This is an optimization exercise on Yosys and OpenROAD, whose aim is small area, a short achievable clock period and few clock cycles per item, not a production implementation. Only simulation tests tie the RTL to the original design; equivalence was not proved.

## flow/flow/run.sh

```bash
#!/bin/bash
set -uo pipefail
MARGIN=${MARGIN:-7}
sed "s/SETUP_SLACK_MARGIN=[0-9.]*/SETUP_SLACK_MARGIN=$MARGIN/" standard.sh > standard_margin.sh
grep -q "SETUP_SLACK_MARGIN=$MARGIN" standard_margin.sh || sed -i "s/make -C/make SETUP_SLACK_MARGIN=$MARGIN -C/" standard_margin.sh
bash standard_margin.sh > standard.log 2>&1
```

## flow/standard.sh

```bash
#!/bin/bash
# synth_recipe.tcl (not shown) runs the flow's synth.tcl, then flattens the netlist and writes it again
# the make line also repeats each setting of config.mk as NAME=value (left out here)
make -C /OpenROAD-flow-scripts/flow DESIGN_CONFIG=/design/flow/config.mk WORK_HOME=/design/flow/orfs CLKGATE_MAP_FILE= SYNTH_SCRIPT=/design/flow/synth_recipe.tcl "${@:-finish}"
```

## flow/config.mk

```make
export PLATFORM = sky130hd
export DESIGN_NAME = symcode_decoder
export DESIGN_NICKNAME = symcode_decoder
export VERILOG_FILES = /design/flow/design.v
export SDC_FILE = /design/flow/constraint.sdc
export NUM_CORES = 4
export LEC_CHECK = 0
export ABC_AREA = 1
export CAP_MARGIN = 20
export CORE_MARGIN = 2
export CORE_UTILIZATION = 40
export SETUP_SLACK_MARGIN = 5
export SLEW_MARGIN = 20
```

## flow/constraint.sdc

```tcl
create_clock -name core_clock -period 10.0 [get_ports {clk}]
set_input_delay 2.0000 -clock core_clock [delete_from_list [all_inputs] [get_ports {clk}]]
set_output_delay 2.0000 -clock core_clock [all_outputs]
set_load 0.01 [all_outputs]
```

## flow/design.v

```verilog
module symcode_cw_decoder (
    input  wire        clk,
    input  wire [31:0] syn,        
    output wire [7:0]  e,          
    output wire        fx,         
    output wire [4:0]  j,          
    output wire [1:0]  status      
);
    localparam [3:0] LAM = 4'd10;
    function [3:0] m4;             
        input [3:0] a;
        input [3:0] b;
        reg   [3:0] acc;
        reg   [3:0] x;
        integer     i;
        begin
            acc = 4'h0;
            x   = a;
            for (i = 0; i < 4; i = i + 1) begin
                if (b[i])
                    acc = acc ^ x;
                x = x[3] ? ({x[2:0], 1'b0} ^ 4'h3) : {x[2:0], 1'b0};
            end
            m4 = acc;
        end
    endfunction
    function [3:0] i4;             
        input [3:0] a;
        begin
            case (a)
                4'd0: i4 = 4'd0;
                4'd1: i4 = 4'd1;
                4'd2: i4 = 4'd9;
                4'd3: i4 = 4'd14;
                4'd4: i4 = 4'd13;
                4'd5: i4 = 4'd11;
                4'd6: i4 = 4'd7;
                4'd7: i4 = 4'd6;
                4'd8: i4 = 4'd15;
                4'd9: i4 = 4'd2;
                4'd10: i4 = 4'd12;
                4'd11: i4 = 4'd5;
                4'd12: i4 = 4'd10;
                4'd13: i4 = 4'd4;
                4'd14: i4 = 4'd3;
                4'd15: i4 = 4'd8;
                default: i4 = 4'd0;
            endcase
        end
    endfunction
    function [7:0] m8;             
        input [7:0] a;
        input [7:0] b;
        reg   [3:0] h, l, k;
        begin
            h  = m4(a[7:4], b[7:4]);
            l  = m4(a[3:0], b[3:0]);
            k  = m4(a[7:4] ^ a[3:0], b[7:4] ^ b[3:0]);
            m8 = {k ^ l, m4(h, LAM) ^ l};
        end
    endfunction
    function [7:0] s8;             
        input [7:0] a;
        begin
            s8 = {a[7], a[5] ^ a[7], a[6], a[4] ^ a[6], a[3] ^ a[4] ^ a[5] ^ a[6], a[1] ^ a[3] ^ a[5] ^ a[6], a[2] ^ a[4] ^ a[5], a[0] ^ a[2] ^ a[6] ^ a[7]};
        end
    endfunction
    wire [7:0] t0 = syn[7:0];
    wire [7:0] t1 = syn[15:8];
    wire [7:0] t2 = syn[23:16];
    wire [7:0] t3 = syn[31:24];
    wire [7:0] u0, u1, u2, u3;
    assign u0[7] = t0[5];
    assign u0[6] = t0[2] ^ t0[5] ^ t0[6];
    assign u0[5] = t0[1] ^ t0[3] ^ t0[4];
    assign u0[4] = t0[4] ^ t0[7];
    assign u0[3] = t0[2] ^ t0[3] ^ t0[7];
    assign u0[2] = t0[1] ^ t0[2] ^ t0[3] ^ t0[5] ^ t0[6];
    assign u0[1] = t0[3] ^ t0[4];
    assign u0[0] = t0[0] ^ t0[2] ^ t0[4] ^ t0[5] ^ t0[6];
    assign u1[7] = t1[5];
    assign u1[6] = t1[2] ^ t1[5] ^ t1[6];
    assign u1[5] = t1[1] ^ t1[3] ^ t1[4];
    assign u1[4] = t1[4] ^ t1[7];
    assign u1[3] = t1[2] ^ t1[3] ^ t1[7];
    assign u1[2] = t1[1] ^ t1[2] ^ t1[3] ^ t1[5] ^ t1[6];
    assign u1[1] = t1[3] ^ t1[4];
    assign u1[0] = t1[0] ^ t1[2] ^ t1[4] ^ t1[5] ^ t1[6];
    assign u2[7] = t2[5];
    assign u2[6] = t2[2] ^ t2[5] ^ t2[6];
    assign u2[5] = t2[1] ^ t2[3] ^ t2[4];
    assign u2[4] = t2[4] ^ t2[7];
    assign u2[3] = t2[2] ^ t2[3] ^ t2[7];
    assign u2[2] = t2[1] ^ t2[2] ^ t2[3] ^ t2[5] ^ t2[6];
    assign u2[1] = t2[3] ^ t2[4];
    assign u2[0] = t2[0] ^ t2[2] ^ t2[4] ^ t2[5] ^ t2[6];
    assign u3[7] = t3[5];
    assign u3[6] = t3[2] ^ t3[5] ^ t3[6];
    assign u3[5] = t3[1] ^ t3[3] ^ t3[4];
    assign u3[4] = t3[4] ^ t3[7];
    assign u3[3] = t3[2] ^ t3[3] ^ t3[7];
    assign u3[2] = t3[1] ^ t3[2] ^ t3[3] ^ t3[5] ^ t3[6];
    assign u3[1] = t3[3] ^ t3[4];
    assign u3[0] = t3[0] ^ t3[2] ^ t3[4] ^ t3[5] ^ t3[6];
    wire [7:0] cj  = {u0[7:4], u0[3:0] ^ u0[7:4]};                       
    wire [3:0] nrm = m4(m4(u0[7:4], u0[7:4]), LAM) ^ m4(u0[7:4], u0[3:0]) ^ m4(u0[3:0], u0[3:0]);
    wire       geo = (m8(u0, u2) == s8(u1)) && (m8(u1, u3) == s8(u2));
    reg  [7:0] p_q;                
    reg  [3:0] ni_q;               
    reg  [7:0] e_q;
    reg        nz_q, clean_q, geo_q;
    always @(posedge clk) begin
        p_q     <= m8(u1, cj);
        ni_q    <= i4(nrm);
        e_q     <= t0;
        nz_q    <= (t0 != 8'h00);
        clean_q <= (syn == 32'd0);
        geo_q   <= geo;
    end
    wire [7:0] q = {m4(p_q[7:4], ni_q), m4(p_q[3:0], ni_q)};
    reg  [35:0] m;
    always @(*) begin
        m[0] = (q == 8'h40);    
        m[1] = (q == 8'hbf);    
        m[2] = (q == 8'h2d);    
        m[3] = (q == 8'h5f);    
        m[4] = (q == 8'h01);    
        m[5] = (q == 8'h24);    
        m[6] = (q == 8'h4d);    
        m[7] = (q == 8'h2e);    
        m[8] = (q == 8'h33);    
        m[9] = (q == 8'hc5);    
        m[10] = (q == 8'h45);    
        m[11] = (q == 8'h18);    
        m[12] = (q == 8'h51);    
        m[13] = (q == 8'hfc);    
        m[14] = (q == 8'hfe);    
        m[15] = (q == 8'hb6);    
        m[16] = (q == 8'h3f);    
        m[17] = (q == 8'h70);    
        m[18] = (q == 8'h16);    
        m[19] = (q == 8'hac);    
        m[20] = (q == 8'h26);    
        m[21] = (q == 8'h05);    
        m[22] = (q == 8'ha7);    
        m[23] = (q == 8'h7c);    
        m[24] = (q == 8'ha3);    
        m[25] = (q == 8'hff);    
        m[26] = (q == 8'h92);    
        m[27] = (q == 8'h72);    
        m[28] = (q == 8'h5e);    
        m[29] = (q == 8'h25);    
        m[30] = (q == 8'h69);    
        m[31] = (q == 8'h63);    
        m[32] = (q == 8'h1d);    
        m[33] = (q == 8'hf6);    
        m[34] = (q == 8'h80);    
        m[35] = (q == 8'h5d);    
    end
    reg [4:0] jj;
    integer k;
    always @(*) begin
        jj = 5'd0;
        for (k = 4; k < 36; k = k + 1)
            if (m[k])
                jj = jj | (35 - k);
    end
    wire corr = nz_q && geo_q && (m != 36'd0);
    assign e      = e_q;
    assign fx     = corr && (m[35:4] != 32'd0);
    assign j      = jj;
    assign status = clean_q ? 2'b00 : (corr ? 2'b01 : 2'b10);
endmodule
module symcode_decoder (
    input  wire        clk,
    input  wire        rst,
    input  wire        in_valid,
    output wire        in_ready,
    input  wire [71:0] in_beat,
    output wire        out_valid,
    input  wire        out_ready,
    output wire [63:0] out_data,
    output wire [3:0]  out_status
);
    localparam integer L = 11;
    function [7:0] gf_mul;
        input [7:0] a;
        input [7:0] b;
        reg   [7:0] acc;
        reg   [7:0] x;
        integer     i;
        begin
            acc = 8'h00;
            x   = a;
            for (i = 0; i < 8; i = i + 1) begin
                if (b[i])
                    acc = acc ^ x;
                x = x[7] ? ({x[6:0], 1'b0} ^ 8'h1D) : {x[6:0], 1'b0};
            end
            gf_mul = acc;
        end
    endfunction
    function [7:0] alpha_pow;
        input integer n;
        reg   [7:0] x;
        integer     i;
        begin
            x = 8'h01;
            for (i = 0; i < n; i = i + 1)
                x = x[7] ? ({x[6:0], 1'b0} ^ 8'h1D) : {x[6:0], 1'b0};
            alpha_pow = x;
        end
    endfunction
    reg  [63:0] ring [0:L-1];
    reg  [L-1:0] v;                  
    reg         in_rdy_q;
    reg  [3:0]  w;                   
    reg  [3:0]  bc;                  
    reg         nb;                  
    reg  [2:0]  in_idx, nb_idx;
    reg  [7:0]  cb_q;
    wire in_fire = in_valid && in_rdy_q;
    assign in_ready = in_rdy_q;
    always @(posedge clk) begin
        ring[0] <= in_rdy_q ? in_beat[63:0] : ring[L-1];
        cb_q    <= in_beat[71:64];
        nb_idx  <= in_idx;
    end
    wire [63:0] cmask;               
    genvar s;
    generate
        for (s = 1; s < L; s = s + 1) begin : g_ring
            if (s == L - 2)
                always @(posedge clk) ring[s] <= ring[s-1] ^ cmask;
            else
                always @(posedge clk) ring[s] <= ring[s-1];
        end
    endgenerate
    reg  [31:0] acc_a, acc_b;
    wire [1:0]  nb_g = nb_idx[2:1];
    wire [31:0] acc_sel = acc_a;
    wire [31:0] acc_nxt;
    wire [63:0] ring0 = ring[0];
    wire [31:0] lin_d;
    wire lx64 = ring0[14] ^ ring0[46];
    wire lx65 = ring0[10] ^ ring0[55];
    wire lx66 = ring0[13] ^ ring0[23];
    wire lx67 = ring0[19] ^ ring0[28];
    wire lx68 = ring0[38] ^ ring0[47];
    wire lx69 = ring0[1] ^ ring0[12];
    wire lx70 = ring0[3] ^ ring0[30];
    wire lx71 = ring0[5] ^ ring0[15];
    wire lx72 = ring0[11] ^ ring0[21];
    wire lx73 = ring0[20] ^ ring0[29];
    wire lx74 = ring0[2] ^ ring0[22];
    wire lx75 = ring0[4] ^ ring0[31];
    wire lx76 = ring0[6] ^ lx64;
    wire lx77 = ring0[8] ^ ring0[24];
    wire lx78 = ring0[25] ^ ring0[35];
    wire lx79 = ring0[39] ^ lx67;
    wire lx80 = ring0[0] ^ ring0[44];
    wire lx81 = ring0[9] ^ ring0[18];
    wire lx82 = ring0[16] ^ ring0[36];
    wire lx83 = ring0[34] ^ ring0[45];
    wire lx84 = ring0[37] ^ lx68;
    wire lx85 = ring0[7] ^ ring0[26];
    wire lx86 = ring0[17] ^ ring0[27];
    wire lx87 = ring0[54] ^ lx81;
    wire lx88 = lx65 ^ lx72;
    wire lx89 = lx66 ^ lx83;
    wire lx90 = ring0[7] ^ lx73;
    wire lx91 = ring0[32] ^ ring0[43];
    wire lx92 = ring0[33] ^ lx80;
    wire lx93 = ring0[42] ^ ring0[53];
    wire lx94 = lx69 ^ lx79;
    wire lx95 = lx82 ^ lx85;
    wire lx96 = ring0[1] ^ ring0[41];
    wire lx97 = ring0[2] ^ lx90;
    wire lx98 = ring0[3] ^ lx84;
    wire lx99 = ring0[4] ^ lx77;
    wire lx100 = ring0[9] ^ ring0[57];
    wire lx101 = ring0[11] ^ lx74;
    wire lx102 = ring0[12] ^ ring0[28];
    wire lx103 = ring0[14] ^ lx71;
    wire lx104 = ring0[17] ^ ring0[35];
    wire lx105 = ring0[22] ^ lx88;
    wire lx106 = ring0[24] ^ ring0[46];
    wire lx107 = ring0[30] ^ ring0[38];
    wire lx108 = ring0[31] ^ ring0[39];
    wire lx109 = ring0[37] ^ lx76;
    wire lx110 = ring0[47] ^ lx78;
    wire lx111 = ring0[48] ^ lx77;
    wire lx112 = lx65 ^ lx71;
    wire lx113 = lx66 ^ lx75;
    wire lx114 = lx70 ^ lx93;
    wire lx115 = lx72 ^ lx75;
    wire lx116 = lx92 ^ lx105;
    wire lx117 = ring0[0] ^ ring0[19];
    wire lx118 = ring0[2] ^ ring0[10];
    wire lx119 = ring0[5] ^ ring0[21];
    wire lx120 = ring0[6] ^ ring0[63];
    wire lx121 = ring0[7] ^ ring0[23];
    wire lx122 = ring0[8] ^ ring0[53];
    wire lx123 = ring0[12] ^ ring0[39];
    wire lx124 = ring0[13] ^ ring0[37];
    wire lx125 = ring0[16] ^ ring0[61];
    wire lx126 = ring0[18] ^ ring0[42];
    wire lx127 = ring0[18] ^ lx89;
    wire lx128 = ring0[19] ^ ring0[27];
    wire lx129 = ring0[20] ^ ring0[40];
    wire lx130 = ring0[22] ^ ring0[62];
    wire lx131 = ring0[23] ^ ring0[54];
    wire lx132 = ring0[25] ^ lx100;
    wire lx133 = ring0[27] ^ lx103;
    wire lx134 = ring0[31] ^ lx87;
    wire lx135 = ring0[32] ^ lx84;
    wire lx136 = ring0[34] ^ ring0[58];
    wire lx137 = ring0[36] ^ ring0[52];
    wire lx138 = ring0[44] ^ lx74;
    wire lx139 = ring0[45] ^ ring0[61];
    wire lx140 = ring0[51] ^ ring0[55];
    wire lx141 = ring0[52] ^ lx74;
    wire lx142 = ring0[54] ^ lx78;
    wire lx143 = ring0[56] ^ lx99;
    wire lx144 = ring0[60] ^ lx70;
    wire lx145 = lx64 ^ lx101;
    wire lx146 = lx69 ^ lx91;
    wire lx147 = lx70 ^ lx123;
    wire lx148 = lx76 ^ lx94;
    wire lx149 = lx79 ^ lx86;
    wire lx150 = lx86 ^ lx95;
    wire lx151 = lx89 ^ lx104;
    wire lx152 = lx91 ^ lx134;
    wire lx153 = lx106 ^ lx129;
    wire lx154 = lx109 ^ lx112;
    wire lx155 = lx111 ^ lx148;
    wire lx156 = lx131 ^ lx146;
    assign lin_d[0] = ring0[0] ^ ring0[16] ^ ring0[32] ^ ring0[40] ^ ring0[56] ^ lx111;
    assign lin_d[1] = ring0[17] ^ ring0[33] ^ ring0[49] ^ lx96 ^ lx132;
    assign lin_d[2] = ring0[26] ^ ring0[50] ^ lx118 ^ lx126 ^ lx136;
    assign lin_d[3] = ring0[3] ^ ring0[11] ^ ring0[35] ^ ring0[43] ^ ring0[51] ^ ring0[59] ^ lx128;
    assign lin_d[4] = ring0[4] ^ ring0[20] ^ ring0[44] ^ ring0[60] ^ lx102 ^ lx137;
    assign lin_d[5] = ring0[29] ^ ring0[53] ^ lx119 ^ lx124 ^ lx139;
    assign lin_d[6] = ring0[54] ^ lx76 ^ lx107 ^ lx130;
    assign lin_d[7] = ring0[15] ^ ring0[47] ^ ring0[55] ^ ring0[63] ^ lx108 ^ lx121;
    assign lin_d[8] = ring0[1] ^ ring0[56] ^ lx67 ^ lx121 ^ lx154;
    assign lin_d[9] = ring0[6] ^ ring0[11] ^ ring0[15] ^ ring0[48] ^ ring0[57] ^ lx68 ^ lx97;
    assign lin_d[10] = ring0[21] ^ ring0[23] ^ ring0[40] ^ ring0[49] ^ ring0[58] ^ lx70 ^ lx94 ^ lx154;
    assign lin_d[11] = ring0[5] ^ ring0[50] ^ ring0[59] ^ lx65 ^ lx67 ^ lx73 ^ lx96 ^ lx113 ^ lx135 ^ lx145;
    assign lin_d[12] = ring0[33] ^ ring0[42] ^ ring0[51] ^ lx84 ^ lx88 ^ lx94 ^ lx97 ^ lx106 ^ lx144;
    assign lin_d[13] = ring0[13] ^ ring0[25] ^ ring0[34] ^ ring0[43] ^ lx68 ^ lx73 ^ lx115 ^ lx125 ^ lx141 ^ lx147;
    assign lin_d[14] = ring0[14] ^ ring0[26] ^ ring0[44] ^ lx104 ^ lx113 ^ lx119 ^ lx122 ^ lx130 ^ lx147;
    assign lin_d[15] = ring0[0] ^ ring0[22] ^ ring0[36] ^ ring0[45] ^ lx87 ^ lx113 ^ lx120 ^ lx133;
    assign lin_d[16] = ring0[10] ^ ring0[14] ^ ring0[34] ^ lx79 ^ lx80 ^ lx87 ^ lx90 ^ lx107 ^ lx143;
    assign lin_d[17] = ring0[1] ^ ring0[30] ^ ring0[45] ^ lx71 ^ lx73 ^ lx78 ^ lx88 ^ lx100 ^ lx108 ^ lx117;
    assign lin_d[18] = ring0[29] ^ ring0[38] ^ lx87 ^ lx95 ^ lx115 ^ lx136 ^ lx138 ^ lx155;
    assign lin_d[19] = ring0[49] ^ ring0[55] ^ ring0[59] ^ lx86 ^ lx98 ^ lx99 ^ lx102 ^ lx103 ^ lx127 ^ lx138 ^ lx142;
    assign lin_d[20] = ring0[6] ^ ring0[50] ^ lx80 ^ lx89 ^ lx95 ^ lx112 ^ lx142 ^ lx144 ^ lx153;
    assign lin_d[21] = lx96 ^ lx109 ^ lx110 ^ lx115 ^ lx139 ^ lx140 ^ lx150;
    assign lin_d[22] = ring0[8] ^ ring0[46] ^ ring0[62] ^ lx71 ^ lx102 ^ lx126 ^ lx135 ^ lx141 ^ lx150;
    assign lin_d[23] = ring0[29] ^ ring0[33] ^ ring0[43] ^ lx66 ^ lx81 ^ lx98 ^ lx120 ^ lx122 ^ lx149;
    assign lin_d[24] = ring0[15] ^ ring0[26] ^ ring0[36] ^ lx110 ^ lx114 ^ lx117 ^ lx124 ^ lx143 ^ lx145;
    assign lin_d[25] = ring0[20] ^ ring0[26] ^ lx75 ^ lx82 ^ lx98 ^ lx132 ^ lx133 ^ lx156;
    assign lin_d[26] = ring0[5] ^ ring0[58] ^ lx68 ^ lx76 ^ lx77 ^ lx78 ^ lx82 ^ lx114 ^ lx116 ^ lx149;
    assign lin_d[27] = ring0[59] ^ lx97 ^ lx114 ^ lx151 ^ lx152 ^ lx155;
    assign lin_d[28] = ring0[37] ^ ring0[49] ^ ring0[60] ^ lx73 ^ lx85 ^ lx93 ^ lx116 ^ lx152;
    assign lin_d[29] = ring0[8] ^ ring0[50] ^ lx83 ^ lx107 ^ lx116 ^ lx125 ^ lx128 ^ lx156;
    assign lin_d[30] = ring0[9] ^ ring0[28] ^ ring0[62] ^ lx69 ^ lx92 ^ lx101 ^ lx108 ^ lx140 ^ lx151 ^ lx153;
    assign lin_d[31] = ring0[3] ^ ring0[21] ^ ring0[24] ^ ring0[29] ^ ring0[41] ^ ring0[63] ^ lx64 ^ lx69 ^ lx110 ^ lx118 ^ lx127 ^ lx137;
    genvar i, l;
    generate
        for (i = 0; i < 4; i = i + 1) begin : g_syn
            wire [7:0] td = lin_d[8*i +: 8];
            localparam [7:0] W0 = alpha_pow((i * (255 - 25)) % 255);
            localparam [7:0] W1 = alpha_pow((i * (255 - 18)) % 255);
            localparam [7:0] W2 = alpha_pow((i * (255 - 11)) % 255);
            localparam [7:0] W3 = alpha_pow((i * (255 - 4)) % 255);
            wire [7:0] cw = (nb_g == 2'd0) ? gf_mul(cb_q, W0) :
                            (nb_g == 2'd1) ? gf_mul(cb_q, W1) :
                            (nb_g == 2'd2) ? gf_mul(cb_q, W2) : gf_mul(cb_q, W3);
            localparam [7:0] A8 = alpha_pow((8 * i) % 255);
            wire [7:0] fb = (nb_g == 2'd0) ? 8'h00 : gf_mul(acc_sel[8*i +: 8], A8);
            assign acc_nxt[8*i +: 8] = fb ^ cw ^ td;
        end
    endgenerate
    always @(posedge clk) begin
        if (nb) begin
            acc_a <= acc_b;
            acc_b <= acc_nxt;
        end
    end
    reg        in0, in1;             
    reg        dec0, dec1;           
    wire [7:0] d_e;
    wire       d_fx;
    wire [4:0] d_j;
    wire [1:0] d_st;
    symcode_cw_decoder u_dec (.clk(clk), .syn(acc_b), .e(d_e), .fx(d_fx), .j(d_j), .status(d_st));
    reg  [7:0] res_e0, res_e1;
    reg        res_fx0, res_fx1;
    reg  [4:0] res_j0, res_j1;
    reg  [1:0] res_st0, res_st1;
    reg        res_v0, res_v1;       
    always @(posedge clk) begin
        if (dec0) begin
            res_e0 <= d_e; res_fx0 <= d_fx; res_j0 <= d_j; res_st0 <= d_st;
        end
        if (dec1) begin
            res_e1 <= d_e; res_fx1 <= d_fx; res_j1 <= d_j; res_st1 <= d_st;
        end
    end
    reg        a0, a1;               
    reg  [2:0] c0, c1;               
    wire       k0 = a0 && !c0[0];    
    wire       k1 = a1 && !c1[0];
    wire [7:0] x_e  = ({8{dec0 || dec1}} & d_e) | ({8{k0}} & res_e0) | ({8{k1}} & res_e1);
    wire       x_fx = ((dec0 || dec1) && d_fx) || (k0 && res_fx0) || (k1 && res_fx1);
    wire [4:0] x_j  = ({5{dec0 || dec1}} & d_j) | ({5{k0}} & res_j0) | ({5{k1}} & res_j1);
    wire [1:0] x_g  = ({2{k0}} & c0[2:1]) | ({2{k1}} & c1[2:1]);
    genvar l2;
    generate
        for (l2 = 0; l2 < 8; l2 = l2 + 1) begin : g_cmask
            assign cmask[8*l2 +: 8] = (x_fx && x_j == {x_g, l2[2:0]}) ? x_e : 8'h00;
        end
    endgenerate
    reg  [63:0] out_q;
    reg  [3:0]  out_st;
    reg         out_v;
    reg  [2:0]  out_idx;
    wire first   = (out_idx == 3'd0);
    wire at_exit = v[L-2] && (bc == 4'd0);
    wire room    = !out_v || out_ready;
    wire deliver = at_exit && room && (!first || (res_v0 && (res_v1 || dec1)));
    wire miss    = at_exit && !deliver;
    always @(posedge clk) begin
        if (deliver) begin
            out_q <= ring[L-2];
            if (first)
                out_st <= {dec1 ? d_st : res_st1, res_st0};
        end
    end
    assign out_valid  = out_v;
    assign out_data   = out_q;
    assign out_status = out_st;
    wire [L-1:0] v_nxt;
    assign v_nxt[0] = in_fire || (v[L-1] && !in_rdy_q);
    generate
        for (s = 1; s < L; s = s + 1) begin : g_v
            if (s == L - 1)
                assign v_nxt[s] = v[s-1] && !deliver;
            else
                assign v_nxt[s] = v[s-1];
        end
    endgenerate
    wire [3:0] w_nxt = in_fire ? 4'd0 : (w == 4'd0 ? L - 1 : w - 4'd1);
    always @(posedge clk) begin
        if (rst) begin
            v        <= {L{1'b0}};
            in_rdy_q <= 1'b1;
            w        <= 4'd0;
            bc       <= 4'd0;
            nb       <= 1'b0;
            in_idx   <= 3'd0;
            in0      <= 1'b0;
            in1      <= 1'b0;
            dec0     <= 1'b0;
            dec1     <= 1'b0;
            res_v0   <= 1'b0;
            res_v1   <= 1'b0;
            a0       <= 1'b0;
            a1       <= 1'b0;
            out_v    <= 1'b0;
            out_idx  <= 3'd0;
        end else begin
            v        <= v_nxt;
            in_rdy_q <= !v_nxt[L-1] && (w_nxt == 4'd0 || v_nxt == {L{1'b0}});
            w        <= w_nxt;
            bc       <= miss ? L - 1 : (bc != 4'd0 ? bc - 4'd1 : 4'd0);
            nb       <= in_fire;
            if (in_fire)
                in_idx <= in_idx + 3'd1;
            in0      <= nb && (nb_idx == 3'd6);
            in1      <= nb && (nb_idx == 3'd7);
            dec0     <= in0;
            dec1     <= in1;
            if (deliver && first) begin
                res_v0 <= 1'b0;
                res_v1 <= 1'b0;
            end else begin
                if (dec0) res_v0 <= 1'b1;
                if (dec1) res_v1 <= 1'b1;
            end
            if (dec0) begin
                a0 <= 1'b1; c0 <= 3'd1;
            end else if (a0) begin
                a0 <= (c0 != 3'd6); c0 <= c0 + 3'd1;
            end
            if (dec1) begin
                a1 <= 1'b1; c1 <= 3'd1;
            end else if (a1) begin
                a1 <= (c1 != 3'd6); c1 <= c1 + 3'd1;
            end
            out_v    <= deliver || (out_v && !out_ready);
            if (deliver)
                out_idx <= out_idx + 3'd1;
        end
    end
endmodule
```

==> out/metrics.csv, run 1 <==
stage,metric,value,unit
critical_path,worst path cell trace,buf_2,
timing,final number of hold-violating endpoints,0,
synth,distinct cell type count after synthesis,53,
timing,max-slew headroom at the worst pin,0.270,
floorplanning,ports placed on the boundary,146,
synth,post-synthesis instance area,36100,µm²
detailed_routing,length of the first detailed-routing pass in iterations,5,
global_routing,pin count of the biggest net entering global routing,66,
global_routing,overall overflow remaining after global route,0,
clock_network,number of hold buffers added after cts,0,
timing,number of slew-limit violations in the final report,0,
critical_path,path type of the worst setup path,flip-flop to primary output,
place,gp weighted congestion,0.914,
clock_network,root cell of the clock tree,sky130_fd_sc_hd__clkbuf_16,
clock_network,Clock transition at path regs,0.07,ns
status,outcome,finished clean,
timing,setup TNS,0,ns
timing,largest clock skew in the final design,0.0358,ns
critical_path,crit-path max FO,1,
detailed_routing,DRT antenna net count,0,
synth,mean instance size in the synthesized netlist,9.55,µm²
detailed_routing,Avg WL per Cell,18.0,µm
floorplanning,total die area,92600,µm²
clock_network,maximum count of clock buffers along a single path,3,
clock_network,Inserted Clock Buffers,88,
critical_path,CP Data Arrival Time,1.26,ns
clock_network,clock tree from TritonCTS,built,
synth,register area share after synthesis,0.570,
floorplanning,Std-Cell Core Area,89700,µm²
timing,transition at the pin with the smallest max-transition slack,1.09,ns
global_routing,via count of the first global-routing pass,24059,
global_routing,wire length of the first global-routing pass,142000,µm
critical_path,kind of launch point of the worst setup path,flip-flop,
synth,Post-synth EDFFs,168,
detailed_routing,via count normalized by instance count,4.75,
timing,achievable clock frequency,307,MHz
detailed_routing,via count of the routed design,25395,
finish,signed area change from the synthesized netlist to the final layout,25.1,%
synth,gate count after technology mapping,3779,
critical_path,worst path buffer plus inverter count,1,
global_routing,overall fraction of global-route tracks in use,0.201,
clock_network,clock latency on the worst-skew pair,0.67,ns
place,number of input and output port buffers inserted,145,
clock_network,H-tree depth reported by CTS,3,
synth,library cell with the largest summed area after synthesis,sky130_fd_sc_hd__dfxtp_1,
place,pre-CTS setup slack,5.72,ns
synth,share of the synthesized area in the top cell type,0.431,
synth,post-synth net total,3879,
floorplanning,Die X-Extent,304,µm
synth,largest cells by area after synthesis,"sky130_fd_sc_hd__dfxtp_1 (43%), sky130_fd_sc_hd__edfxtp_1 (14%), sky130_fd_sc_hd__nand2_1 (11%)",
detailed_routing,number of violations reported at the end of detailed-routing iteration 0,2087,
finish,number of diodes,0,
finish,layout cell share with drive strength beyond 1,0.188,
finish,fin nets,4200,
place,HPWL Detailed,66200,µm
timing,number of setup violations in the final report,0,
worst_hold_path,class of the most critical hold timing path,flip-flop to flip-flop,
critical_path,element type at the critical path end,primary output,
timing,unrepaired setup endpoints after global routing,yes,
timing,Tcrit/Tclk final,0.326,
detailed_routing,residual DRC count,0,
timing,smallest setup slack after layout,6.74,ns
critical_path,worst-path cell with the longest stage delay,sky130_fd_sc_hd__edfxtp_1,
run,max_cap viols,0,
synth,"Warnings, synthesis",3,
critical_path,"Largest delay share family, worst path",flip-flops,
clock_network,clk sink count,944,
synth,Synth async-reset ratio,0,
synth,synthesis-stage register bit count,944,
global_routing,number of antenna violations at the first check in global routing,7,
synth,ys flop type,sky130_fd_sc_hd__dfxtp_1,
critical_path,maximum cell stage delay along the critical path,0.42,ns
timing,post-layout min period,3.26,ns
floorplanning,starting density of the core,0.402,
floorplanning,standard-cell row count,110,
detailed_routing,routed wire length,96000,µm
critical_path,"Req. time, crit path",8.00,ns
floorplanning,Die Y,304,µm
[cells in the mapped netlist (2+ instances only)]
master                     number
sky130_fd_sc_hd__xor2_1       392
sky130_fd_sc_hd__a22oi_1        3
sky130_fd_sc_hd__buf_1          5
sky130_fd_sc_hd__xnor2_1      271
sky130_fd_sc_hd__inv_1        259
sky130_fd_sc_hd__o22ai_1        8
sky130_fd_sc_hd__a221oi_1       2
sky130_fd_sc_hd__nand4_1       28
sky130_fd_sc_hd__dfxtp_1      776
sky130_fd_sc_hd__xor2_2         3
sky130_fd_sc_hd__nor2_4         8
sky130_fd_sc_hd__a21oi_1       58
sky130_fd_sc_hd__ha_1          24
sky130_fd_sc_hd__edfxtp_1     168
sky130_fd_sc_hd__a22o_1         5
sky130_fd_sc_hd__a31oi_1        6
sky130_fd_sc_hd__nor4_1         2
sky130_fd_sc_hd__inv_2         17
sky130_fd_sc_hd__nand2_2       13
sky130_fd_sc_hd__o211ai_1       3
sky130_fd_sc_hd__nor2_1       236
sky130_fd_sc_hd__buf_4          8
sky130_fd_sc_hd__o21ai_1        3
sky130_fd_sc_hd__o21ai_0       97
sky130_fd_sc_hd__nor2_2         6
sky130_fd_sc_hd__xnor3_1        2
sky130_fd_sc_hd__nand4_2        4
sky130_fd_sc_hd__clkinv_1       6
sky130_fd_sc_hd__buf_2         17
sky130_fd_sc_hd__or2_2         15
sky130_fd_sc_hd__nand2_1     1032
sky130_fd_sc_hd__nand3b_1      72
sky130_fd_sc_hd__buf_6          5
sky130_fd_sc_hd__o21bai_1       3
sky130_fd_sc_hd__nand3_1      134
sky130_fd_sc_hd__or2_1          2
sky130_fd_sc_hd__nand3_2        5
sky130_fd_sc_hd__nor3_1        11
sky130_fd_sc_hd__nand3_4        2
sky130_fd_sc_hd__clkbuf_1      51
sky130_fd_sc_hd__o221ai_1       5
[layer usage]
metal	share of wire	vias to the layer above	GRT usage	wire length (µm)
met5	0	-	0	0
met4	0.020	0	0.0486	1920
met3	0.057	126	0.0282	5470
met2	0.46	687	0.324	44200
met1	0.46	12105	0.285	44400
li1	-	12477	-	-
[placed cells by master, fill, tap and decap left out, types with 9 or more instances in the layout]
cell type / instances
sky130_fd_sc_hd__inv_1: 235
sky130_fd_sc_hd__nand3_2: 21
sky130_fd_sc_hd__buf_4: 131
sky130_fd_sc_hd__dfxtp_2: 13
sky130_fd_sc_hd__nand2_2: 67
sky130_fd_sc_hd__o21ai_0: 84
sky130_fd_sc_hd__nand2_4: 60
sky130_fd_sc_hd__nand4_1: 28
sky130_fd_sc_hd__buf_6: 21
sky130_fd_sc_hd__nand3b_1: 72
sky130_fd_sc_hd__nor3_1: 11
sky130_fd_sc_hd__buf_12: 16
sky130_fd_sc_hd__edfxtp_1: 168
sky130_fd_sc_hd__dfxtp_4: 16
sky130_fd_sc_hd__xor2_1: 352
sky130_fd_sc_hd__xnor2_1: 248
sky130_fd_sc_hd__nand3_4: 17
sky130_fd_sc_hd__clkinv_2: 18
sky130_fd_sc_hd__nor2_4: 31
sky130_fd_sc_hd__or2_2: 14
sky130_fd_sc_hd__clkbuf_16: 94
sky130_fd_sc_hd__nor2_1: 197
sky130_fd_sc_hd__o21ai_1: 14
sky130_fd_sc_hd__xor2_2: 25
sky130_fd_sc_hd__a21oi_1: 55
sky130_fd_sc_hd__dfxtp_1: 747
sky130_fd_sc_hd__xnor2_2: 19
sky130_fd_sc_hd__nand2_1: 916
sky130_fd_sc_hd__nor2_2: 22
sky130_fd_sc_hd__ha_1: 14
sky130_fd_sc_hd__inv_2: 31
sky130_fd_sc_hd__clkdlybuf4s50_1: 74
sky130_fd_sc_hd__nand3_1: 103
sky130_fd_sc_hd__inv_4: 9
sky130_fd_sc_hd__xor2_4: 18
sky130_fd_sc_hd__clkbuf_1: 9
sky130_fd_sc_hd__buf_2: 68
[path summary, 6_finish.rpt]
path / startpoint / to / slack (ns) / depth (start not counted)
setup reg to reg: u_dec.ni_q[0] / ring[9][57] / 6.78 / 28
setup / recovery: out_q[2] / out_data[2] / 6.74 / 1
hold / removal: ring[1][43] / ring[2][43] / 0.30 / 0
hold reg to reg: ring[1][43] / ring[2][43] / 0.30 / 0
[layout make-up]
cell class | instances | area [µm²]
Clock buffer | 110 | 2470
Clock inverter | 52 | 628
Fill cell | 8154 | 44600
Inverter | 282 | 1110
Multi-Input combinational cell | 2467 | 16000
Sequential cell | 944 | 20700
Tap cell | 1176 | 1470
Timing Repair Buffer | 317 | 2790
[kinds of logic after synthesis]
logic type	share of synthesized area
and+or+nand+nor	0.186
AOI/OAI and AO/OA	0.0309
DFF	0.570
xor gates and xnor gates	0.164
adders and majority gates	0.00832
buffers and inverters	0.0408
[registers in the layout, indices dropped and copies added, names as in the netlist, 4 cells and up]
signal / cells
w: 4
res_e1: 8
u_dec.ni_q: 4
res_e0: 8
acc_a: 32
v: 11
res_j0: 5
cb_q: 8
res_j1: 5
u_dec.e_q: 8
out_q: 64
bc: 4
out_st: 4
u_dec.p_q: 8
ring: 704
acc_b: 32
[metrics by stage]
step	instances	hold WS, ns	instance area, µm²	util
after floorplan	3779	0.310	36200	-
after global placement	5031	0.310	38800	0.433
after detailed placement	5031	0.312	38800	0.433
after CTS	5287	0.294	43800	0.488
after global routing	5348	0.292	45100	0.503
final	5348	0.302	45100	0.503
[repair_timing]
item / in CTS / in global routing
setup endpoints to repair: 222 / 164
cloned: 3 / 1
setup buffers: 91 / 60
gates resized for setup: 577 / 204
pin swaps: 82 / 124
Testbench counts, summed over its fixed seeds: cycles 12,888, bursts 1,600.
==> run 2, diff against run 1 <==
--- a/flow/flow/run.sh
+++ b/flow/flow/run.sh
@@ -2,3 +2,3 @@
 set -uo pipefail
-MARGIN=${MARGIN:-7}
+MARGIN=${MARGIN:-6.7}
 sed "s/SETUP_SLACK_MARGIN=[0-9.]*/SETUP_SLACK_MARGIN=$MARGIN/" standard.sh > standard_margin.sh
--- a/flow/config.mk
+++ b/flow/config.mk
@@ -10,3 +10,3 @@
 export CORE_MARGIN = 2
-export CORE_UTILIZATION = 40
+export CORE_UTILIZATION = 55
 export SETUP_SLACK_MARGIN = 5
==> out/metrics.csv, run 2 <==
stage,metric,value,unit
global_routing,overall fraction of global-route tracks in use,0.290,
finish,final instance area,43300,µm²
global_routing,pin count of the biggest net entering global routing,66,
timing,unrepaired setup endpoints after global routing,yes,
timing,number of slew-limit violations in the final report,0,
clock_network,Clock transition at path regs,0.07,ns
finish,layout cell share with drive strength beyond 1,0.135,
synth,register area share after synthesis,0.570,
global_routing,overall overflow remaining after global route,0,
detailed_routing,routed wire length,101000,µm
finish,most flop-heavy register,ring,
place,placed instance area,38300,µm²
finish,number of flip-flops under the largest register name,704,
finish,filler cell count,4860,
floorplanning,starting density of the core,0.558,
place,number of input and output port buffers inserted,145,
timing,max-slew headroom at the worst pin,0.203,
clock_network,Inserted Clock Buffers,87,
timing,setup TNS,0,ns
synth,most frequently used cell type in the post-synthesis netlist,sky130_fd_sc_hd__nand2_1,
global_routing,via count of the first global-routing pass,25329,
floorplanning,total die area,67700,µm²
clock_network,root cell of the clock tree,sky130_fd_sc_hd__clkbuf_16,
synth,largest cells by area after synthesis,"sky130_fd_sc_hd__dfxtp_1 (43%), sky130_fd_sc_hd__edfxtp_1 (14%), sky130_fd_sc_hd__nand2_1 (11%)",
synth,Synth async-reset ratio,0,
critical_path,worst path buffer plus inverter count,1,
clock_network,H-tree depth reported by CTS,3,
finish,area occupied by multi-input gates,15200,µm²
critical_path,worst-path cell with the longest stage delay,sky130_fd_sc_hd__edfxtp_1,
floorplanning,standard-cell row count,93,
synth,Post-synth EDFFs,168,
run,max_cap viols,0,
floorplanning,Std-Cell Core Area,64700,µm²
timing,transition at the pin with the smallest max-transition slack,1.19,ns
critical_path,path type of the worst setup path,flip-flop to primary output,
detailed_routing,via count of the routed design,25827,
synth,distinct cell type count after synthesis,53,
synth,"Warnings, synthesis",3,
floorplanning,Die Y,260,µm
place,gp weighted congestion,0.940,
synth,synthesis-stage register bit count,944,
finish,most frequent standard cell in the layout excluding fill and tap cells,sky130_fd_sc_hd__nand2_1,
detailed_routing,number of violations reported at the end of detailed-routing iteration 0,1850,
global_routing,number of antenna violations at the first check in global routing,3,
floorplanning,Die X-Extent,260,µm
status,outcome,finished clean,
finish,fin nets,4132,
synth,ys flop type,sky130_fd_sc_hd__dfxtp_1,
critical_path,element type at the critical path end,primary output,
timing,largest clock skew in the final design,0.0438,ns
critical_path,worst path cell trace,clkdlybuf4s15_1,
timing,Tcrit/Tclk final,0.327,
synth,post-synthesis instance area,36100,µm²
synth,gate count after technology mapping,3779,
finish,most frequent cells in the layout,"sky130_fd_sc_hd__nand2_1 (971), sky130_fd_sc_hd__dfxtp_1 (752), sky130_fd_sc_hd__xor2_1 (367)",
critical_path,"Largest delay share family, worst path",flip-flops,
floorplanning,ports placed on the boundary,146,
clock_network,maximum count of clock buffers along a single path,3,
clock_network,clock latency on the worst-skew pair,0.65,ns
finish,signed area change from the synthesized netlist to the final layout,20.1,%
critical_path,kind of launch point of the worst setup path,flip-flop,
synth,post-synth net total,3879,
clock_network,clk sink count,944,
synth,share of the synthesized area in the top cell type,0.431,
clock_network,clock tree from TritonCTS,built,
critical_path,maximum cell stage delay along the critical path,0.38,ns
clock_network,number of hold buffers added after cts,0,
timing,number of setup violations in the final report,0,
detailed_routing,length of the first detailed-routing pass in iterations,5,
finish,total area of sequential cells,20600,µm²
synth,library cell with the largest summed area after synthesis,sky130_fd_sc_hd__dfxtp_1,
detailed_routing,DRT antenna net count,0,
detailed_routing,via count normalized by instance count,5.21,
detailed_routing,residual DRC count,0,
timing,achievable clock frequency,306,MHz
place,HPWL Detailed,69700,µm
finish,largest registers,"ring x704, out_q x64",
worst_hold_path,class of the most critical hold timing path,flip-flop to flip-flop,
synth,synth cell count leaders,"sky130_fd_sc_hd__nand2_1 (1032), sky130_fd_sc_hd__dfxtp_1 (776), sky130_fd_sc_hd__xor2_1 (392), sky130_fd_sc_hd__xnor2_1 (271), sky130_fd_sc_hd__inv_1 (259)",
global_routing,wire length of the first global-routing pass,148000,µm
synth,mean instance size in the synthesized netlist,9.55,µm²
timing,final number of hold-violating endpoints,0,
critical_path,CP Data Arrival Time,1.27,ns
detailed_routing,Avg WL per Cell,20.4,µm
timing,post-layout min period,3.27,ns
critical_path,crit-path max FO,1,
critical_path,"Req. time, crit path",8.00,ns
-- run 2: cell counts after synthesis --
Identical to the previous run, type by type.
-- run 2: area by class of cell --
cell class,count,share of cell area
sequential,944,0.476
multi-input combinational,2467,0.350
clock buffer,130,0.0609
timing repair buffer,250,0.0533
inverter,282,0.0256
tap,855,0.0247
clock inverter,31,0.00933
antenna,1,0.0000578
-- run 2: timing repair --
action                                 CTS  global route
endpoints found under the hold margin    0             0
setup endpoints to repair              221           178
gates cloned                             2             2
buffers inserted                        38            49
resized for setup                      224           278
pin swaps                               12            57
-- run 2: layer usage --
metal,track usage,vias to the layer above,wire length (µm)
met4,0.0830,2,2810
met2,0.493,830,49200
met5,0,-,13
met3,0.0403,187,5270
met1,0.387,12473,44100
li1,-,12335,-
-- run 2: kinds of logic (layout without fill, tap and decap cells) --
| family | Yosys count | count (layout) | share of synthesized area |
|---|---|---|---|
| other cells | 0 | 1 | 0 |
| buf+inv | 368 | 693 | 0.0408 |
| fa+ha+maj | 24 | 24 | 0.00832 |
| flops | 944 | 944 | 0.570 |
| xor+xnor | 668 | 668 | 0.164 |
| simple gates | 1575 | 1575 | 0.186 |
| compound gates | 200 | 200 | 0.0309 |
-- run 2: path summary, 6_finish.rpt --
check                             startpoint           end  slack [ns]  depth (start not counted)
worst max-delay path               out_q[53]  out_data[53]        6.73                          1
worst min-delay path             ring[5][47]   ring[6][47]        0.29                          0
worst max register to register  u_dec.p_q[3]   ring[9][31]        6.75                         25
worst min register to register   ring[5][47]   ring[6][47]        0.29                          0
-- run 2: per-stage QoR --
stage                     hold WS [ns]  setup WS (ns)  cells  utilization
after floorplan                  0.310           6.50   3779            -
final                            0.291           6.73   4960        0.670
after detailed placement         0.312           5.86   4706        0.592
after CTS                        0.290           6.59   4907        0.649
after global routing             0.302           6.57   4959        0.670
after global placement           0.310           5.91   4706        0.592
==> run 3, diff against run 2 <==
--- a/flow/design.v
+++ b/flow/design.v
@@ -374,8 +374,7 @@
             localparam [7:0] W0 = alpha_pow((i * (255 - 25)) % 255);
-            localparam [7:0] W1 = alpha_pow((i * (255 - 18)) % 255);
-            localparam [7:0] W2 = alpha_pow((i * (255 - 11)) % 255);
-            localparam [7:0] W3 = alpha_pow((i * (255 - 4)) % 255);
-            wire [7:0] cw = (nb_g == 2'd0) ? gf_mul(cb_q, W0) :
-                            (nb_g == 2'd1) ? gf_mul(cb_q, W1) :
-                            (nb_g == 2'd2) ? gf_mul(cb_q, W2) : gf_mul(cb_q, W3);
+            localparam [7:0] B1 = alpha_pow((i * 7) % 255);
+            localparam [7:0] B2 = alpha_pow((i * 14) % 255);
+            wire [7:0] y0 = gf_mul(cb_q, W0);
+            wire [7:0] y1 = nb_g[0] ? gf_mul(y0, B1) : y0;
+            wire [7:0] cw = nb_g[1] ? gf_mul(y1, B2) : y1;
             localparam [7:0] A8 = alpha_pow((8 * i) % 255);
==> out/metrics.csv, run 3 <==
stage,metric,value,unit
synth,fraction of the mapped netlist area in compound gates,0.0171,
status,outcome,finished clean,
critical_path,worst-path cell with the longest stage delay,sky130_fd_sc_hd__edfxtp_1,
synth,adder-cell share of the synthesized area,0.00841,
timing,Tcrit/Tclk final,0.326,
synth,share of the synthesized area in the top cell type,0.418,
run,max_cap viols,0,
timing,post-layout min period,3.26,ns
clock_network,maximum count of clock buffers along a single path,3,
detailed_routing,post-route met1 wirelength,42900,µm
critical_path,worst path buffer plus inverter count,1,
detailed_routing,via count of the routed design,26229,
place,placed instance area,39500,µm²
global_routing,pin count of the biggest net entering global routing,66,
finish,post-layout util,0.668,
synth,gate count after technology mapping,4077,
detailed_routing,residual DRC count,0,
timing,transition at the pin with the smallest max-transition slack,1.10,ns
synth,synthesis-stage register bit count,944,
finish,signed area change from the synthesized netlist to the final layout,20.5,%
floorplanning,total die area,69700,µm²
clock_network,root cell of the clock tree,sky130_fd_sc_hd__clkbuf_16,
detailed_routing,highest layer used for signal routing,met4,
detailed_routing,met3 wire length,5460,µm
clock_network,clock latency on the worst-skew pair,0.64,ns
worst_hold_path,class of the most critical hold timing path,flip-flop to flip-flop,
timing,unrepaired setup endpoints after global routing,yes,
critical_path,path type of the worst setup path,flip-flop to primary output,
synth,ys flop type,sky130_fd_sc_hd__dfxtp_1,
synth,"Warnings, synthesis",3,
floorplanning,Die Y,264,µm
clock_network,Inserted Clock Buffers,87,
clock_network,clk sink count,944,
synth,most frequently used cell type in the post-synthesis netlist,sky130_fd_sc_hd__nand2_1,
timing,largest clock skew in the final design,0.0349,ns
place,HPWL Detailed,67000,µm
detailed_routing,Avg WL per Cell,17.8,µm
floorplanning,standard-cell row count,95,
synth,"basic-gate share of the synthesized area counting and, or, nand and nor cells",0.209,
timing,final number of hold-violating endpoints,0,
synth,mux contribution to synthesized area,0,
finish,most frequent cells in the layout,"sky130_fd_sc_hd__nand2_1 (1194), sky130_fd_sc_hd__dfxtp_1 (752), sky130_fd_sc_hd__xor2_1 (375)",
synth,mean instance size in the synthesized netlist,9.12,µm²
finish,most flop-heavy register,ring,
critical_path,"Req. time, crit path",8.00,ns
synth,register area share after synthesis,0.554,
detailed_routing,Detail Route met2 WL,43700,µm
global_routing,number of antenna violations at the first check in global routing,6,
critical_path,crit-path max FO,1,
detailed_routing,length of the first detailed-routing pass in iterations,5,
synth,Post-synth EDFFs,168,
critical_path,CP Data Arrival Time,1.26,ns
finish,filler cell count,5507,
finish,fin nets,4458,
floorplanning,ports placed on the boundary,146,
timing,setup TNS,0,ns
detailed_routing,number of violations reported at the end of detailed-routing iteration 0,1782,
global_routing,via count of the first global-routing pass,24257,
detailed_routing,via count normalized by instance count,4.94,
global_routing,overall overflow remaining after global route,0,
synth,Synth async-reset ratio,0,
timing,achievable clock frequency,307,MHz
detailed_routing,DRT antenna net count,0,
finish,number of flip-flops under the largest register name,704,
detailed_routing,routed wire length,94400,µm
finish,final instance area,44800,µm²
global_routing,wire length of the first global-routing pass,139000,µm
synth,library cell with the largest summed area after synthesis,sky130_fd_sc_hd__dfxtp_1,
critical_path,worst path cell trace,clkdlybuf4s15_1,
place,gp weighted congestion,0.945,
clock_network,clock tree from TritonCTS,built,
synth,synth cell count leaders,"sky130_fd_sc_hd__nand2_1 (1256), sky130_fd_sc_hd__dfxtp_1 (776), sky130_fd_sc_hd__xor2_1 (404), sky130_fd_sc_hd__inv_1 (336), sky130_fd_sc_hd__xnor2_1 (272)",
synth,distinct cell type count after synthesis,46,
critical_path,element type at the critical path end,primary output,
floorplanning,Std-Cell Core Area,67000,µm²
critical_path,maximum cell stage delay along the critical path,0.39,ns
timing,max-slew headroom at the worst pin,0.263,
floorplanning,Die X-Extent,264,µm
timing,number of slew-limit violations in the final report,0,
finish,most frequent standard cell in the layout excluding fill and tap cells,sky130_fd_sc_hd__nand2_1,
finish,layout cell share with drive strength beyond 1,0.131,
synth,XOR/XNOR Fraction of Synth Area,0.164,
critical_path,"Largest delay share family, worst path",flip-flops,
synth,post-synth net total,4178,
critical_path,kind of launch point of the worst setup path,flip-flop,
floorplanning,starting density of the core,0.555,
clock_network,H-tree depth reported by CTS,3,
timing,number of setup violations in the final report,0,
synth,combinational family with the most area after synthesis,simple AND/OR/NAND/NOR gates,
place,number of input and output port buffers inserted,145,
finish,largest registers,"ring x704, out_q x64",
global_routing,overall fraction of global-route tracks in use,0.262,
synth,post-synthesis instance area,37200,µm²
synth,largest cells by area after synthesis,"sky130_fd_sc_hd__dfxtp_1 (42%), sky130_fd_sc_hd__edfxtp_1 (14%), sky130_fd_sc_hd__nand2_1 (13%)",
clock_network,Clock transition at path regs,0.06,ns
==> run 3: cell count changes in the layout (fill, tap and decap cells not counted), moves of 26 or more <==
| cell | before | now |
|---|---|---|
| sky130_fd_sc_hd__a21oi_1 | 58 | 28 |
| sky130_fd_sc_hd__buf_4 | 82 | 108 |
| sky130_fd_sc_hd__inv_1 | 240 | 314 |
| sky130_fd_sc_hd__nand2_1 | 971 | 1194 |
| sky130_fd_sc_hd__nand3_1 | 117 | 253 |
| sky130_fd_sc_hd__nand3b_1 | 72 | 15 |
| sky130_fd_sc_hd__o21ai_0 | 91 | 48 |
==> run 3: worst paths after layout <==
path                            cells after the start      endpoint  slack (ns)         from
worst min register to register                      0   ring[4][38]        0.31  ring[3][38]
worst max-delay path                                1  out_data[14]        6.74    out_q[14]
worst max register to register                     10     acc_b[28]        6.79  ring[0][55]
worst min-delay path                                0   ring[4][38]        0.31  ring[3][38]
==> run 3: layout make-up <==
type,instances,area [µm²],share of cell area
diodes,3,7.51,0.000168
multi-input cells,2692,15900,0.355
repair buffers,276,2610,0.0583
flip-flops and latches,944,20600,0.461
repair inverters,2,10.0,0.000223
clock buffers,138,2790,0.0622
inverters,354,1390,0.0310
clock inverters,25,338,0.00754
well taps,873,1090,0.0244
==> run 3: what timing repair did <==
item | in CTS | in global routing
hold buffers | 0 | 0
buffers inserted | 27 | 83
gates cloned | 2 | 5
pin swaps | 11 | 59
setup endpoints to repair | 227 | 174
gates resized for setup | 207 | 234
==> run 3: per-layer routing <==
metal	vias up	global-route usage
li1	13172	-
met1	12206	0.363
met2	712	0.428
met3	139	0.0387
met4	0	0.0734
met5	-	0
==> run 3: cell families (layout without fill, tap and decap cells) <==
group / after synthesis / in the layout
xor+xnor: 686 / 686
simple gates: 1866 / 1867
buf+inv: 442 / 795
other cells: 0 / 3
fa+ha+maj: 25 / 25
flops: 944 / 944
compound gates: 114 / 114
==> run 3: through the flow <==
| step | setup WS [ns] | hold WS, ns | cells |
|---|---|---|---|
| 4_1_cts | 6.54 | 0.312 | 5215 |
| 3_3_place_gp | 5.86 | 0.310 | 5023 |
| 5_1_grt | 6.62 | 0.315 | 5304 |
| 3_5_place_dp | 5.84 | 0.312 | 5023 |
| 6_report | 6.74 | 0.311 | 5307 |
| 2_1_floorplan | 6.50 | 0.310 | 4077 |
Testbench counts of run 3, summed over its fixed seeds: cycles 12,888, bursts 1,600.

port drivers added, routing unchanged:
The results above use ideal ports. As a check the final layouts listed here were re-extracted and re-timed, cells and wires unchanged. Step 1 sets driving cells, clkbuf_16 on the clock port and buf_2 on the other inputs (assumed; they add their load-dependent delay and slew). Step 2 also shifts input and output timing later by t, the mid clock arrival at the registers, as if the neighbouring blocks saw the same clock. Three values: ideal, step 1, step 2; two values: the first two.
run	t, ns	slack for setup (ns)	worst setup path after step 2	worst register clock-pin slew, ns	worst data-port slew with drivers (ns)
run 1	0.714	6.744 / 6.679 / 6.463	input to register	0.07 / 0.07	0.07
run 2	0.699	6.730 / 6.660 / 6.124	input to register	0.07 / 0.07	0.05
run 3	0.692	6.739 / 6.669 / 6.221	input to register	0.07 / 0.07	0.05
After both steps setup and hold are still met in every run listed. For run 2, which loses most, drivers alone change the setup slack by -0.070 ns; drivers and shift together by -0.606 ns.
